What follows belongs to an exercise in optimizing a design on an open flow for small area and a short achievable clock period; a production flow would make more cautious choices. Only simulation tests tie the RTL to the original design; equivalence was not proved. Power is estimated from default activity; no workload was simulated.

sierra:
## lk_topk
module lk_topk (
    input  wire         clk,
    input  wire         rst,           
    input  wire         in_valid,      
    input  wire         in_first,      
    input  wire         in_last,       
    input  wire         in_take,       
    input  wire [31:0]  in_data,       
    input  wire [1:0]   cfg_op,        
    input  wire [3:0]   cfg_fmt,       
    input  wire [3:0]   cfg_k,         
    output reg          out_valid,
    output wire [511:0] out_line,
    output wire         out_nonfinite
);
    localparam FMT_BF16  = 4'h3;
    localparam FMT_INT32 = 4'hC;
    localparam OP_MIN    = 2'd1;
    localparam OP_TOPK   = 2'd2;
    integer i;
    reg        row_min;        
    reg        row_int;        
    reg        row_bf16;       
    wire       cur_min  = in_first ? (cfg_op == OP_MIN)     : row_min;
    wire       cur_int  = in_first ? (cfg_fmt == FMT_INT32) : row_int;
    wire       cur_bf16 = in_first ? (cfg_fmt == FMT_BF16)  : row_bf16;
    wire [3:0] n_res    = (cfg_op == OP_TOPK) ? cfg_k : 4'd1;
  ...
export LEC_CHECK = 0
export CAP_MARGIN = 20
export CORE_MARGIN = 2
export CORE_UTILIZATION = 40
export CTS_CLUSTER_DIAMETER = 80
export CTS_CLUSTER_SIZE = 36
export SLEW_MARGIN = 20
create_clock -name core_clock -period 10.0 [get_ports {clk}]
standard.sh (not shown) runs the stock make flow with config.mk's settings and CLKGATE_MAP_FILE= SYNTH_SCRIPT=/design/flow/synth_recipe.tcl, a recipe that flattens the netlist after the stock synthesis.
==> flow/flow/run.sh <==
#!/bin/bash
# The standard layout (the standard.sh, unchanged synthesis) with two changes:
# timing repair aims for a setup margin (the clock period stays the SDC's), and
# the port buffers are buf_1 cells instead of the default delay buffers.
set -euo pipefail
MARGIN=${MARGIN:-6.6}
sed -e "s|\"\${@:-finish}\"|SETUP_SLACK_MARGIN=$MARGIN 'BUFFER_PORTS_ARGS=-buffer_cell sky130_fd_sc_hd__buf_1' \"\${@:-finish}\"|" standard.sh > own_standard.sh
bash own_standard.sh > own_flow.log 2>&1
Both conditions hold for sierra: the flow ran to the end and the final layout passed the timing, DRC and antenna checks.
Input changes introduced in indigo (baseline for comparison: sierra):
# sierra
export LEC_CHECK = 0
export CAP_MARGIN = 20
export CORE_MARGIN = 2
export CORE_UTILIZATION = 40
export CTS_CLUSTER_DIAMETER = 80
export CTS_CLUSTER_SIZE = 36
export SLEW_MARGIN = 20
create_clock -name core_clock -period 10.0 [get_ports {clk}]
# indigo
export LEC_CHECK = 0
export CAP_MARGIN = 20
export CORE_MARGIN = 2
export CORE_UTILIZATION = 40
export CTS_CLUSTER_DIAMETER = 100
export CTS_CLUSTER_SIZE = 24
export SLEW_MARGIN = 20
create_clock -name core_clock -period 10.0 [get_ports {clk}]
Notes after the runs:
- Final core utilization (lower): indigo
- Power: indigo draws less than sierra
- sierra and indigo ended up with roughly the same number of nets in the layout.
- Going from sierra to indigo, count of cell instances traversed by the critical path shows no meaningful change; register-to-register slack shows an increase of 0.05 ns; minimum setup slack in the final design shows a reduction of 0.035 ns.
- Any difference in buffering overhead between sierra and indigo is small enough to ignore.
- Between sierra and indigo, the difference in sum of routed wire length over all layers is negligible.
[inputs] onyx vs indigo
# indigo
export LEC_CHECK = 0
export CAP_MARGIN = 20
export CORE_MARGIN = 2
export CORE_UTILIZATION = 40
export CTS_CLUSTER_DIAMETER = 100
export CTS_CLUSTER_SIZE = 24
export SLEW_MARGIN = 20
create_clock -name core_clock -period 10.0 [get_ports {clk}]
# onyx
export LEC_CHECK = 0
export CAP_MARGIN = 20
export CORE_MARGIN = 2
export CORE_UTILIZATION = 55
export CTS_CLUSTER_DIAMETER = 100
export CTS_CLUSTER_SIZE = 24
export SLEW_MARGIN = 20
create_clock -name core_clock -period 10.0 [get_ports {clk}]
Notes after the runs:
- onyx vs indigo: highest net fanout along the worst path up
- Fraction of met3 tracks used by global routing: lower on indigo
- The higher part of the total power dissipated in sequential elements of onyx and indigo is in onyx.
- As far as count of buffers from port buffering goes, indigo and onyx are indistinguishable; the numbers are identical.
- indigo → onyx: layout clock buffer count shows a reduction of 6, routed wire length dropped about 8%, global-route met2 utilization rose 13 points, data required time at the worst endpoint ~0 delta, combinational share of power increased by 1.0 points relative to the old numbers.

========
## run 1
Starting RTL as in the previous note.
Settings: LEC_CHECK=0, CAP_MARGIN=20, CORE_MARGIN=2, CORE_UTILIZATION=55, CTS_CLUSTER_DIAMETER=100, CTS_CLUSTER_SIZE=24, SLEW_MARGIN=20; clock period 10.0 ns.
==> flow/flow/run.sh <==
#!/bin/bash
# The standard layout (the standard.sh, unchanged synthesis) with two changes:
# timing repair aims for a setup margin (the clock period stays the SDC's), and
# the port buffers are buf_1 cells instead of the default delay buffers.
set -euo pipefail
MARGIN=${MARGIN:-6.75}
sed -e "s|\"\${@:-finish}\"|SETUP_SLACK_MARGIN=$MARGIN 'BUFFER_PORTS_ARGS=-buffer_cell sky130_fd_sc_hd__buf_1' \"\${@:-finish}\"|" standard.sh > own_standard.sh
bash own_standard.sh > own_flow.log 2>&1
Run 1 did not stop at any stage, and its layout met the timing, DRC and antenna checks.
Input changes introduced in run 2 (baseline for comparison: run 1):
==> flow/flow/run.sh <==
#!/bin/bash
# The standard layout (the standard.sh, unchanged synthesis) with three changes:
# timing repair aims for a setup margin (the clock period stays the SDC's), the
# port buffers are buf_1 cells instead of the default delay buffers, and the
# constant outputs share the synthesized tie cell instead of one tie cell each.
set -euo pipefail
MARGIN=${MARGIN:-6.75}
sed -e "s|\"\${@:-finish}\"|SETUP_SLACK_MARGIN=$MARGIN SKIP_REPAIR_TIE_FANOUT=1 'BUFFER_PORTS_ARGS=-buffer_cell sky130_fd_sc_hd__buf_1' \"\${@:-finish}\"|" standard.sh > own_standard.sh
bash own_standard.sh > own_flow.log 2>&1
--- a/flow/config.mk
+++ b/flow/config.mk
@@ -11,2 +11,2 @@
-export CTS_CLUSTER_DIAMETER = 100
-export CTS_CLUSTER_SIZE = 24
+export CTS_CLUSTER_DIAMETER = 110
+export CTS_CLUSTER_SIZE = 28
==> comparison <==
- Compared to run 1, run 2 has first-pass GRT wire length about 2.8% higher.
- Run 2 vs. run 1: routed wire length saw an increase, largest vdd supply drop fell by 12%, non-clock buffer count rose by about 2.2%, total power consumption of the routed design decreased by about 1.7% relative to the old numbers, sequential share of layout area rose by 0.63 points.
- Run 2 went all the way through the flow, and no timing, DRC or antenna check failed.
- In the tables for run 1 and run 2, count of clock-buffer cells in the layout reads higher with run 1.
- In the metrics for run 1 and run 2, the one carrying the higher total setup buffers inserted after CTS is run 1.
For run 3, these inputs were changed with respect to run 2:
--- a/flow/config.mk
+++ b/flow/config.mk
@@ -10,3 +10,3 @@
-export CORE_UTILIZATION = 55
-export CTS_CLUSTER_DIAMETER = 110
-export CTS_CLUSTER_SIZE = 28
+export CORE_UTILIZATION = 60
+export CTS_CLUSTER_DIAMETER = 100
+export CTS_CLUSTER_SIZE = 24
- The lower number of setup buffers added after CTS came out of run 3.
- Going from run 2 to run 3, total die area shrank by a little under 10%.
- Run 3 vs run 2 on worst hold slack: run 3 is the lower one.
- ~same area of the multi-input gates in run 3 and run 2
The following lists how run 4 was set up differently from run 3:
==> flow/flow/run.sh <==
#!/bin/bash
# The standard layout (the standard.sh, unchanged synthesis) with two changes:
# timing repair aims for a setup margin (the clock period stays the SDC's), and
# the port buffers are buf_1 cells instead of the default delay buffers.
set -euo pipefail
MARGIN=${MARGIN:-6.6}
sed -e "s|\"\${@:-finish}\"|SETUP_SLACK_MARGIN=$MARGIN 'BUFFER_PORTS_ARGS=-buffer_cell sky130_fd_sc_hd__buf_1' \"\${@:-finish}\"|" standard.sh > own_standard.sh
bash own_standard.sh > own_flow.log 2>&1
--- a/flow/config.mk
+++ b/flow/config.mk
@@ -10 +10 @@
-export CORE_UTILIZATION = 60
+export CORE_UTILIZATION = 65
In the metrics for run 4 and run 3, the one carrying the lower number of non-filler instances in the completed layout is run 3. Diff run 3 -> run 4 | worst setup slack | decrease of 0.18 ns. Compared with run 3, in run 4 non-clock buffer count now sits lower, via count now sits higher.
Input changes introduced in run 5 (baseline for comparison: run 4):
==> flow/flow/run.sh <==
#!/bin/bash
# The standard layout (the standard.sh, unchanged synthesis) with three changes:
# timing repair aims for a setup margin (the clock period stays the SDC's), the
# port buffers are buf_1 cells instead of the default delay buffers, and the
# constant outputs share the synthesized tie cell instead of one tie cell each.
set -euo pipefail
MARGIN=${MARGIN:-6.6}
sed -e "s|\"\${@:-finish}\"|SETUP_SLACK_MARGIN=$MARGIN SKIP_REPAIR_TIE_FANOUT=1 'BUFFER_PORTS_ARGS=-buffer_cell sky130_fd_sc_hd__buf_1' \"\${@:-finish}\"|" standard.sh > own_standard.sh
bash own_standard.sh > own_flow.log 2>&1
--- a/flow/config.mk
+++ b/flow/config.mk
@@ -10 +10 @@
-export CORE_UTILIZATION = 65
+export CORE_UTILIZATION = 55
## What came out
The final instance count without filler cells in run 5 was higher than what run 4 gave.
Cmp run 4 and run 5 / number of multi-input logic gates / higher: run 4
Run 5: total placed instance area is about 0.8% lower than what run 4 reported.
Die area on run 5 is up relative to run 4.
Non-clock buffer count up about 3% in run 5 wrt run 4
Higher static leakage was reported by run 4, not run 5.
[inputs] run 6 vs run 5
==> flow/flow/run.sh <==
#!/bin/bash
# The standard layout (the standard.sh, unchanged synthesis) with two changes:
# timing repair aims for a setup margin (the clock period stays the SDC's), and
# the port buffers are buf_1 cells instead of the default delay buffers.
set -euo pipefail
MARGIN=${MARGIN:-6.7}
sed -e "s|\"\${@:-finish}\"|SETUP_SLACK_MARGIN=$MARGIN 'BUFFER_PORTS_ARGS=-buffer_cell sky130_fd_sc_hd__buf_1' \"\${@:-finish}\"|" standard.sh > own_standard.sh
bash own_standard.sh > own_flow.log 2>&1
Every stage of the flow completed for run 6, and the final layout passed the timing, DRC and antenna checks.
In run 6 relative to run 5, first-pass GRT wire length had gone down by a few percent.
Taking run 5 as the reference, in run 6 worst hold slack has remained practically unchanged, number of filler cells placed in the layout saw a decrease, maximum frequency increased by about 4% relative to the old numbers, CTS buffer count moved up, routing usage on met1 lower.
Non-clock buffer count for run 6: 10 down relative to run 5
Run 6 vs run 5: wire length reported by the detailed router down by a few percent

## what the ideal ports hide
How much do the figures lean on ideal ports? The routed layouts below were timed once more, with nothing changed but the port constraints.
Step 1: set_driving_cell puts a clkbuf_16 on clk and a buf_2 on each other input, an assumption about the parent block.
Step 2 also shifts input and output timing later by t, the mid clock arrival at the registers, as if the neighbouring blocks saw the same clock.
Three values: no drivers, after step 1, after step 2; two values: the first two.
run	shift t [ns]	setup WS [ns]	worst hold slack (ns)	worst setup path at the end	worst slew at a driven data input, ns
sierra	0.644	6.620 / 6.557 / 6.245	0.335 / 0.335 / 0.335	input to register	0.09
indigo	0.685	6.585 / 6.521 / 6.222	0.336 / 0.336 / 0.336	input to register	0.08
onyx	0.671	6.599 / 6.538 / 6.202	0.337 / 0.337 / 0.337	input to register	0.10
run 1	0.667	6.736 / 6.702 / 6.301	0.339 / 0.339 / 0.339	input to register	0.10
run 2	0.661	6.756 / 6.690 / 6.198	0.351 / 0.351 / 0.351	input to register	0.09
run 3	0.659	6.734 / 6.674 / 6.249	0.337 / 0.337 / 0.337	input to register	0.09
run 4	0.665	6.550 / 6.490 / 6.275	0.346 / 0.346 / 0.346	input to register	0.09
run 5	0.661	6.545 / 6.540 / 6.131	0.337 / 0.337 / 0.337	input to register	0.09
run 6	0.678	6.679 / 6.613 / 6.216	0.338 / 0.338 / 0.338	input to register	0.11
After both steps setup and hold are still met in every run listed. The setup slack of run 2, which loses most, moves by -0.066 ns with the drivers and by -0.558 ns with both steps.
